This design comes from an exercise in tuning for small area, a short achievable clock period and few clock cycles on the open sky130 flow, not from production work. The RTL was checked by simulation tests, not by an equivalence proof against the original design.

==> wip/zinc: inputs <==
// leg_mix
module leg_mix (
    input  wire         clk,
    input  wire         rst,
    input  wire         in_valid,
    output wire         in_ready,
    input  wire [4:0]   in_k,          
    input  wire [7:0]   in_outgain,    
    input  wire         in_out16,      
    input  wire [127:0] in_gain,       
    input  wire [31:0]  in_fade,       
    input  wire [511:0] in_mix,        
    output reg          out_valid,
    output reg  [23:0]  out_sample
);
    localparam integer QD = 8;           
    localparam [31:0] F_ONE  = 32'h3f800000,
                      F_075  = 32'h3f400000,
                      F_M075 = 32'hbf400000;
    reg [1:0]   g_cnt;
    reg [64:0]  gb0, gb1;
    wire        g_pop;
    wire        g_push;
    reg         ib_full;
    reg         ib_first;
    reg [15:0]  ib_mask;       
    reg [4:0]   k_r;
    reg [7:0]   og_r;
    reg         o16_r;
    reg [127:0] gain_r;
    reg [31:0]  fade_r;
    reg [511:0] mix_r;
    wire        stall;
    reg  [7:0]  sel_code;
    reg  [1:0]  sel_fade;
    reg  [31:0] sel_mix;
    reg         d2_v, d2_last;
    wire [15:0] sel      = ib_mask & (~ib_mask + 16'd1);
    wire        ib_last  = ((ib_mask & ~sel) == 16'd0);
    wire        sel_fading = (sel_fade != 2'd0);
    wire [1:0]  g_cnt_nx = g_cnt + {1'b0, g_push} - {1'b0, g_pop};
    wire        a_go     = ~stall & ~(sel_fading & g_cnt_nx[1]);
    wire        a_take   = ib_full & a_go;
    assign in_ready = ~ib_full | (ib_last & a_go);
    wire        accept   = in_valid & in_ready;
    reg  [15:0] in_act;
    integer s;
    always @(*)
        for (s = 0; s < 16; s = s + 1)
            in_act[s] = (in_gain[8*s +: 8] != 8'd0) && (in_fade[2*s +: 2] != 2'd3)
                     && (in_mix[32*s+23 +: 8] != 8'd0)
                     && !((in_fade[2*s +: 2] == 2'd2) && (in_k == 5'd23));
    always @(*) begin
        sel_code = 8'd0;
        sel_fade = 2'd0;
        sel_mix  = 32'd0;
        for (s = 0; s < 16; s = s + 1) begin
            sel_code = sel_code | (gain_r[8*s +: 8] & {8{sel[s]}});
            sel_fade = sel_fade | (fade_r[2*s +: 2] & {2{sel[s]}});
            sel_mix  = sel_mix  | (mix_r[32*s +: 32] & {32{sel[s]}});
        end
    end
    wire [31:0] sel_lin;
    wire [31:0] w_in, w_out;
    lm_gain_rom   u_gain_rom (.code(sel_code), .lin(sel_lin));
    lm_weight_rom u_w_rom    (.k(k_r), .w_in(w_in), .w_out(w_out));
  ...
export LEC_CHECK = 0
export CAP_MARGIN = 20
export CORE_MARGIN = 2
export CORE_UTILIZATION = 40
export SETUP_SLACK_MARGIN = 5
export SLEW_MARGIN = 20
export SYNTH_MEMORY_MAX_BITS = 16384
create_clock -name core_clock -period 15.0 [get_ports {clk}]
run.sh (not shown) runs the stock make flow with config.mk's settings and CLKGATE_MAP_FILE= SYNTH_SCRIPT=/design/flow/synth_recipe.tcl, a recipe that flattens the netlist after the stock synthesis.
==> inputs of wip/cedar, as changes to wip/zinc <==
--- a/flow/design.v
+++ b/flow/design.v
@@ -42,17 +42,15 @@
     wire        a_take   = ib_full & a_go;
     assign in_ready = ~ib_full | (ib_last & a_go);
     wire        accept   = in_valid & in_ready;
     reg  [15:0] in_act;
     integer s;
     always @(*)
         for (s = 0; s < 16; s = s + 1)
-            in_act[s] = (in_gain[8*s +: 8] != 8'd0) && (in_fade[2*s +: 2] != 2'd3)
-                     && (in_mix[32*s+23 +: 8] != 8'd0)
-                     && !((in_fade[2*s +: 2] == 2'd2) && (in_k == 5'd23));
+            in_act[s] = (in_gain[8*s +: 8] != 8'd0) && (in_fade[2*s +: 2] != 2'd3);
     always @(*) begin
         sel_code = 8'd0;
         sel_fade = 2'd0;
         sel_mix  = 32'd0;
         for (s = 0; s < 16; s = s + 1) begin
             sel_code = sel_code | (gain_r[8*s +: 8] & {8{sel[s]}});
             sel_fade = sel_fade | (fade_r[2*s +: 2] & {2{sel[s]}});
@@ -440,23 +438,21 @@
     input  wire        en,
     input  wire [31:0] a,
     input  wire [31:0] b,
     output reg  [31:0] y
 );
     wire [47:0] prod;
     lm_mul24 u_m (.a({1'b1, a[22:0]}), .b({1'b1, b[22:0]}), .p(prod));
-    reg  [47:22] p_r;      
-    reg         st_r;      
+    reg  [47:0] p_r;
     reg  [8:0]  e_r;       
     reg         s_r;
     reg         z_r;
     always @(posedge clk) begin
         if (en) begin
-            p_r  <= prod[47:22];
-            st_r <= |prod[21:0];
+            p_r <= prod;
             e_r <= {1'b0, a[30:23]} + {1'b0, b[30:23]} - 9'd127;
             s_r <= a[31] ^ b[31];
             z_r <= (a[30:23] == 8'd0) || (b[30:23] == 8'd0);
         end
     end
     reg  [22:0] frac;
     reg         guard;
@@ -464,20 +460,20 @@
     reg  [8:0]  e;
     wire [23:0] rnd;
     lm_add #(23) u_ri (.a(frac), .b(23'd0), .cin(guard & (sticky | frac[0])), .s(rnd[22:0]), .cout(rnd[23]));
     always @(*) begin
         if (p_r[47]) begin
             frac   = p_r[46:24];
             guard  = p_r[23];
-            sticky = p_r[22] | st_r;
+            sticky = |p_r[22:0];
             e      = e_r + 9'd1;
         end else begin
             frac   = p_r[45:23];
             guard  = p_r[22];
-            sticky = st_r;
+            sticky = |p_r[21:0];
             e      = e_r;
         end
     end
     wire [8:0] e_f = rnd[23] ? e + 9'd1 : e;
     always @(posedge clk) begin
         if (en)
             y <= z_r ? {s_r, 31'd0} : {s_r, e_f[7:0], rnd[22:0]};
==> inputs of wip/violet, as changes to wip/zinc <==
--- a/flow/design.v
+++ b/flow/design.v
@@ -42,17 +42,15 @@
     wire        a_take   = ib_full & a_go;
     assign in_ready = ~ib_full | (ib_last & a_go);
     wire        accept   = in_valid & in_ready;
     reg  [15:0] in_act;
     integer s;
     always @(*)
         for (s = 0; s < 16; s = s + 1)
-            in_act[s] = (in_gain[8*s +: 8] != 8'd0) && (in_fade[2*s +: 2] != 2'd3)
-                     && (in_mix[32*s+23 +: 8] != 8'd0)
-                     && !((in_fade[2*s +: 2] == 2'd2) && (in_k == 5'd23));
+            in_act[s] = (in_gain[8*s +: 8] != 8'd0) && (in_fade[2*s +: 2] != 2'd3);
     always @(*) begin
         sel_code = 8'd0;
         sel_fade = 2'd0;
         sel_mix  = 32'd0;
         for (s = 0; s < 16; s = s + 1) begin
             sel_code = sel_code | (gain_r[8*s +: 8] & {8{sel[s]}});
             sel_fade = sel_fade | (fade_r[2*s +: 2] & {2{sel[s]}});
@@ -196,19 +194,15 @@
     reg [QW-1:0] q_wp, q_rp;
     reg [QW:0]   q_n;
     wire        q_full  = (q_n == QD);
     wire        q_empty = (q_n == 0);
     wire        q_pop;
     assign stall = g2_v & q_full;
     wire        q_push = g2_v & ~q_full;
-    wire [32:0] q_out  = q_mem[q_rp];
-    reg         hd_v;
-    reg  [32:0] q_head;
-    wire        t_done;
-    wire        hd_load = ~q_empty & (~hd_v | t_done);
+    wire [32:0] q_head = q_mem[q_rp];
     always @(posedge clk) begin
         if (rst) begin
             q_wp <= 0;
             q_rp <= 0;
             q_n  <= 0;
         end else begin
             if (q_push)
@@ -218,108 +212,53 @@
             q_n <= q_n + q_push - q_pop;
         end
         if (q_push)
             q_mem[q_wp] <= {g2_o16, g_y};
     end
     localparam integer DIV_R = 4;
     localparam integer DIV_C = (25 + DIV_R - 1) / DIV_R;
-    localparam [1:0] P_IDLE = 2'd0, P_D = 2'd1, P_S = 2'd2;
-    reg  [1:0]  p_st;
-    reg         p_selD;        
+    localparam [2:0] T_IDLE = 3'd0, T_D = 3'd1, T_S = 3'd2, T_DIV = 3'd3, T_Z = 3'd4;
+    reg  [2:0]  t_st;
+    reg  [3:0]  t_cnt;
     reg  [31:0] t_u;           
     reg  [31:0] t_d;           
     wire [31:0] hy     = q_head[31:0];
     wire [31:0] hy_abs = {1'b0, hy[30:0]};
     wire        h_clip = (hy_abs > F_075);
     wire [31:0] ta_y;
-    lm_fadd u_tadd (.a(p_selD ? F_ONE : hy_abs), .b(p_selD ? t_u : F_M075), .y(ta_y));
-    wire [25:0] dp_rem;
-    wire [23:0] dp_dv;
-    wire [25:0] dp_dv3;
-    wire [9:0]  dp_e;
-    lm_fdiv_prep u_dprep (.a(t_u), .b(t_d), .rem(dp_rem), .dv(dp_dv), .dv3(dp_dv3), .e(dp_e));
-    reg         s_v, s_clip, s_o16;
-    reg  [31:0] s_y;           
-    reg  [25:0] s_rem;
-    reg  [23:0] s_dv;
-    reg  [25:0] s_dv3;
-    reg  [9:0]  s_e;
-    localparam V_IDLE = 1'b0, V_DIV = 1'b1;
-    reg         v_st;
-    reg  [3:0]  v_cnt;
-    reg         v_sign, v_o16;
-    wire        v_last  = (v_st == V_DIV) && (v_cnt == DIV_C - 1);
-    reg         v_zout;    
-    wire        v_take  = s_v & (v_zout ? s_clip : (v_st == V_IDLE));
-    wire        s_free  = ~s_v | v_take;
-    wire        p_pass  = (p_st == P_IDLE) & hd_v & ~h_clip & s_free;
-    wire        p_send  = (p_st == P_S) & s_free;
-    assign t_done = p_pass | p_send;
-    assign q_pop  = hd_load;
-    wire        div_load = v_take & s_clip;
+    lm_fadd u_tadd (.a((t_st == T_D) ? F_ONE : hy_abs), .b((t_st == T_D) ? t_u : F_M075),
+                    .y(ta_y));
     wire [31:0] div_y;
-    lm_fdiv #(.R(DIV_R)) u_div (.clk(clk), .load(div_load), .rem0(s_rem), .dv0(s_dv),
-                                .dv30(s_dv3), .e0(s_e), .y(div_y));
+    lm_fdiv #(.R(DIV_R)) u_div (.clk(clk), .start(t_st == T_S), .a(t_u), .b(t_d), .y(div_y));
     wire [30:0] z_abs;
     lm_zadd u_zadd (.v(div_y[30:0]), .z(z_abs));
     reg         f_v, f_o16;
     reg  [31:0] f_val;
+    assign q_pop = (t_st == T_IDLE && !q_empty && !h_clip) || (t_st == T_Z);
     always @(posedge clk) begin
         if (rst) begin
-            p_st   <= P_IDLE;
-            p_selD <= 1'b0;
-            hd_v   <= 1'b0;
-            s_v    <= 1'b0;
-            v_st   <= V_IDLE;
-            v_zout <= 1'b0;
-            f_v    <= 1'b0;
+            t_st <= T_IDLE;
+            f_v  <= 1'b0;
         end else begin
-            if (hd_load)
-                hd_v <= 1'b1;
-            else if (t_done)
-                hd_v <= 1'b0;
-            p_selD <= (p_st == P_IDLE) & hd_v & h_clip;
-            case (p_st)
-                P_IDLE:  if (hd_v && h_clip) p_st <= P_D;
-                P_D:     p_st <= P_S;
-                default: if (s_free) p_st <= P_IDLE;
+            f_v <= q_pop;
+            case (t_st)
+                T_IDLE: if (!q_empty && h_clip) t_st <= T_D;
+                T_D:    t_st <= T_S;
+                T_S:    t_st <= T_DIV;
+                T_DIV:  if (t_cnt == DIV_C - 1) t_st <= T_Z;
+                default: t_st <= T_IDLE;
             endcase
-            if (t_done)
-                s_v <= 1'b1;
-            else if (v_take)
-                s_v <= 1'b0;
-            v_zout <= v_last;
-            if (div_load)
-                v_st <= V_DIV;
-            else if (v_last)
-                v_st <= V_IDLE;
-            f_v <= v_zout | (v_take & ~s_clip);
-        end
-        v_cnt <= (v_st == V_DIV && !div_load) ? v_cnt + 4'd1 : 4'd0;
-        if (hd_load)
-            q_head <= q_out;
-        if (p_st == P_IDLE)
+        end
+        t_cnt <= (t_st == T_DIV) ? t_cnt + 4'd1 : 4'd0;
+        if (t_st == T_IDLE)
             t_u <= {ta_y[31], ta_y[30:23] + 8'd2, ta_y[22:0]};    
-        if (p_st == P_D)
+        if (t_st == T_D)
             t_d <= ta_y;
-        if (t_done) begin
-            s_clip <= p_send;
-            s_o16  <= q_head[32];
-            s_y    <= hy;
-            s_rem  <= dp_rem;
-            s_dv   <= dp_dv;
-            s_dv3  <= dp_dv3;
-            s_e    <= dp_e;
-        end
-        if (div_load) begin
-            v_sign <= s_y[31];
-            v_o16  <= s_o16;
-        end
-        f_o16 <= v_zout ? v_o16 : s_o16;
-        f_val <= v_zout ? {v_sign, z_abs} : s_y;
+        f_o16 <= q_head[32];
+        f_val <= (t_st == T_Z) ? {hy[31], z_abs} : hy;
     end
     reg  [31:0] fin;
     reg  [24:0] ival;
     reg  [24:0] sval;
     reg  [8:0]  rsh;
     reg  [23:0] mant;
     reg  [49:0] ext;
@@ -440,23 +379,21 @@
     input  wire        en,
     input  wire [31:0] a,
     input  wire [31:0] b,
     output reg  [31:0] y
 );
     wire [47:0] prod;
     lm_mul24 u_m (.a({1'b1, a[22:0]}), .b({1'b1, b[22:0]}), .p(prod));
-    reg  [47:22] p_r;      
-    reg         st_r;      
+    reg  [47:0] p_r;
     reg  [8:0]  e_r;       
     reg         s_r;
     reg         z_r;
     always @(posedge clk) begin
         if (en) begin
-            p_r  <= prod[47:22];
-            st_r <= |prod[21:0];
+            p_r <= prod;
             e_r <= {1'b0, a[30:23]} + {1'b0, b[30:23]} - 9'd127;
             s_r <= a[31] ^ b[31];
             z_r <= (a[30:23] == 8'd0) || (b[30:23] == 8'd0);
         end
     end
     reg  [22:0] frac;
     reg         guard;
@@ -464,20 +401,20 @@
     reg  [8:0]  e;
     wire [23:0] rnd;
     lm_add #(23) u_ri (.a(frac), .b(23'd0), .cin(guard & (sticky | frac[0])), .s(rnd[22:0]), .cout(rnd[23]));
     always @(*) begin
         if (p_r[47]) begin
             frac   = p_r[46:24];
             guard  = p_r[23];
-            sticky = p_r[22] | st_r;
+            sticky = |p_r[22:0];
             e      = e_r + 9'd1;
         end else begin
             frac   = p_r[45:23];
             guard  = p_r[22];
-            sticky = st_r;
+            sticky = |p_r[21:0];
             e      = e_r;
         end
     end
     wire [8:0] e_f = rnd[23] ? e + 9'd1 : e;
     always @(posedge clk) begin
         if (en)
             y <= z_r ? {s_r, 31'd0} : {s_r, e_f[7:0], rnd[22:0]};
@@ -627,47 +564,32 @@
             y = a;
         else if (near)
             y = near_y;
         else
             y = far_y;
     end
 endmodule
-module lm_fdiv_prep (
+module lm_fdiv #(parameter R = 6) (
+    input  wire        clk,
+    input  wire        start,
     input  wire [31:0] a,
     input  wire [31:0] b,
-    output wire [25:0] rem,
-    output wire [23:0] dv,
-    output wire [25:0] dv3,
-    output wire [9:0]  e
-);
-    wire [23:0] ma = {1'b1, a[22:0]};
-    wire [23:0] mb = {1'b1, b[22:0]};
-    wire        lt = ma < mb;
-    assign dv  = mb;
-    assign dv3 = {2'b00, mb} + {1'b0, mb, 1'b0};
-    assign rem = lt ? {1'b0, ma, 1'b0} : {2'b00, ma};
-    assign e   = {2'b00, a[30:23]} - {2'b00, b[30:23]} + 10'd127 - (lt ? 10'd1 : 10'd0);
-endmodule
-module lm_fdiv #(parameter R = 4) (
-    input  wire        clk,
-    input  wire        load,
-    input  wire [25:0] rem0,
-    input  wire [23:0] dv0,
-    input  wire [25:0] dv30,
-    input  wire [9:0]  e0,
     output wire [31:0] y
 );
     localparam integer C = (25 + R - 1) / R;    
     localparam integer Q = C * R;               
     localparam integer S = R / 2;               
     reg [25:0]  rem;       
     reg [23:0]  dv;
     reg [25:0]  dv3;       
     reg [Q-1:0] q;
     reg [9:0]   e;
+    wire [23:0] ma = {1'b1, a[22:0]};
+    wire [23:0] mb = {1'b1, b[22:0]};
+    wire        lt = ma < mb;
     wire [25:0] xs   [0:S];      
     wire [2*S-1:0] qb;
     assign xs[0] = rem;
     genvar k;
     generate
         for (k = 0; k < S; k = k + 1) begin : g_st
             wire [26:0] x = {xs[k], 1'b0};
@@ -677,30 +599,31 @@
             lm_add #(27) u_s2 (.a(x), .b(~{2'd0, dv, 1'b0}), .cin(1'b1), .s(t2), .cout(c2));
             lm_add #(27) u_s3 (.a(x), .b(~{1'b0, dv3}),      .cin(1'b1), .s(t3), .cout(c3));
             wire [26:0] r = c3 ? t3 : c2 ? t2 : c1 ? t1 : x;
             assign qb[2*S-1-2*k -: 2] = {c2, c3 | (c1 & ~c2)};
             assign xs[k+1] = {r[24:0], 1'b0};
         end
     endgenerate
+    wire [25:0] rem_nx = xs[S];
     wire        g   = q[Q-25];
     wire        stk = (rem != 26'd0) || ((Q > 25) ? (|(q & ((1 << (Q - 25)) - 1))) : 1'b0);
     wire [24:0] rnd;
     lm_add #(24) u_r (.a(q[Q-1:Q-24]), .b(24'd0), .cin(g & (stk | q[Q-24])), .s(rnd[23:0]),
                       .cout(rnd[24]));
     wire [9:0]  ef  = rnd[24] ? e + 10'd1 : e;
     assign y = {1'b0, ef[7:0], rnd[22:0]};
     always @(posedge clk) begin
-        if (load) begin
-            dv  <= dv0;
-            dv3 <= dv30;
-            rem <= rem0;
-            e   <= e0;
+        if (start) begin
+            dv  <= mb;
+            dv3 <= {2'b00, mb} + {1'b0, mb, 1'b0};
+            rem <= lt ? {1'b0, ma, 1'b0} : {2'b00, ma};
+            e   <= {2'b00, a[30:23]} - {2'b00, b[30:23]} + 10'd127 - (lt ? 10'd1 : 10'd0);
         end else begin
             q   <= {q[Q-1-R:0], qb};
-            rem <= xs[S];
+            rem <= rem_nx;
         end
     end
 endmodule
 module lm_zadd (
     input  wire [30:0] v,
     output wire [30:0] z
 );
SETUP_SLACK_MARGIN = 3   (was 5)
==> comparison table <==
quantity	wip/zinc	wip/violet	wip/cedar
CTS Buf Count	215	212	224
Worst R2R Setup Slack	5270 ps	3510 ps	5360 ps
Detailed-route wire length on metal 1	242 mm	239 mm	251 mm
Global-route wire length before repair	871 mm	843 mm	889 mm
Worst-path cell with the longest stage delay	clkdlybuf4s50_1	a222oi_1	o41ai_2
Total routed wirelength	598 mm	573 mm	611 mm
Routed met2 length	265 mm	263 mm	276 mm
Violation count after the first detailed-routing iteration	15.9k	14.6k	17.1k
Met3 routing resource usage after global routing	5.35%	4.97%	5.71%
CP dominant cell by count	-	a21o_1	o21a_1
Cts repair resizes	79	21	53
Number of global-route vias before repair	127k	127k	130k
NumNets Final	18.4k	18.7k	18.6k
Total inserted antenna cells	27	20	45
Worst setup path category	register to primary output	register to register	register to register
Initial antenna violation count	53	33	77
Data required time of the critical path	12000 ps	15610 ps	15810 ps
Cell area after technology mapping	0.156 mm^2	0.153 mm^2	0.159 mm^2
Maximum number of pins on one net before global-route repair	166	190	173
Max Freq	102 MHz	87.1 MHz	104 MHz
Metal3 WL	53.1 mm	46.1 mm	56.6 mm
Result of the run	complete, no violations	complete, no violations	complete, no violations
Multi-input gate share of the layout cell area	51.6%	52.5%	51.4%
Placer's final routability congestion estimate	0.996	0.995	1.01
Testbench counts of wip/zinc, summed over its fixed seeds: cycles 13,865.
Testbench counts of wip/cedar, summed over its fixed seeds: cycles 14,030.
Testbench counts of wip/violet, summed over its fixed seeds: cycles 14,927.

## what the ideal ports hide
The flow's constraints put no driver on any port. The routed layouts listed below were extracted and timed again, unchanged, in two steps. Step 1: set_driving_cell puts a clkbuf_16 on clk and a buf_2 on each other input, an assumption about the parent block. Step 2, shift: input delay + t, output delay - t, t = (earliest + latest rising clock arrival at the registers) / 2. This alone moves slack from input paths to output paths. Slacks: no drivers / after step 1 / after step 2; pairs: no drivers / after step 1.
run | t, ns | slack for setup (ns) | slew at the worst register clock pin (ns)
wip/zinc | 1.021 | 5.165 / 5.049 / 5.275 | 0.08 / 0.08
wip/cedar | 1.057 | 5.364 / 5.258 / 5.364 | 0.07 / 0.07
wip/violet | 1.042 | 3.514 / 3.514 / 3.514 | 0.07 / 0.07
After both steps every run listed still meets setup and hold.
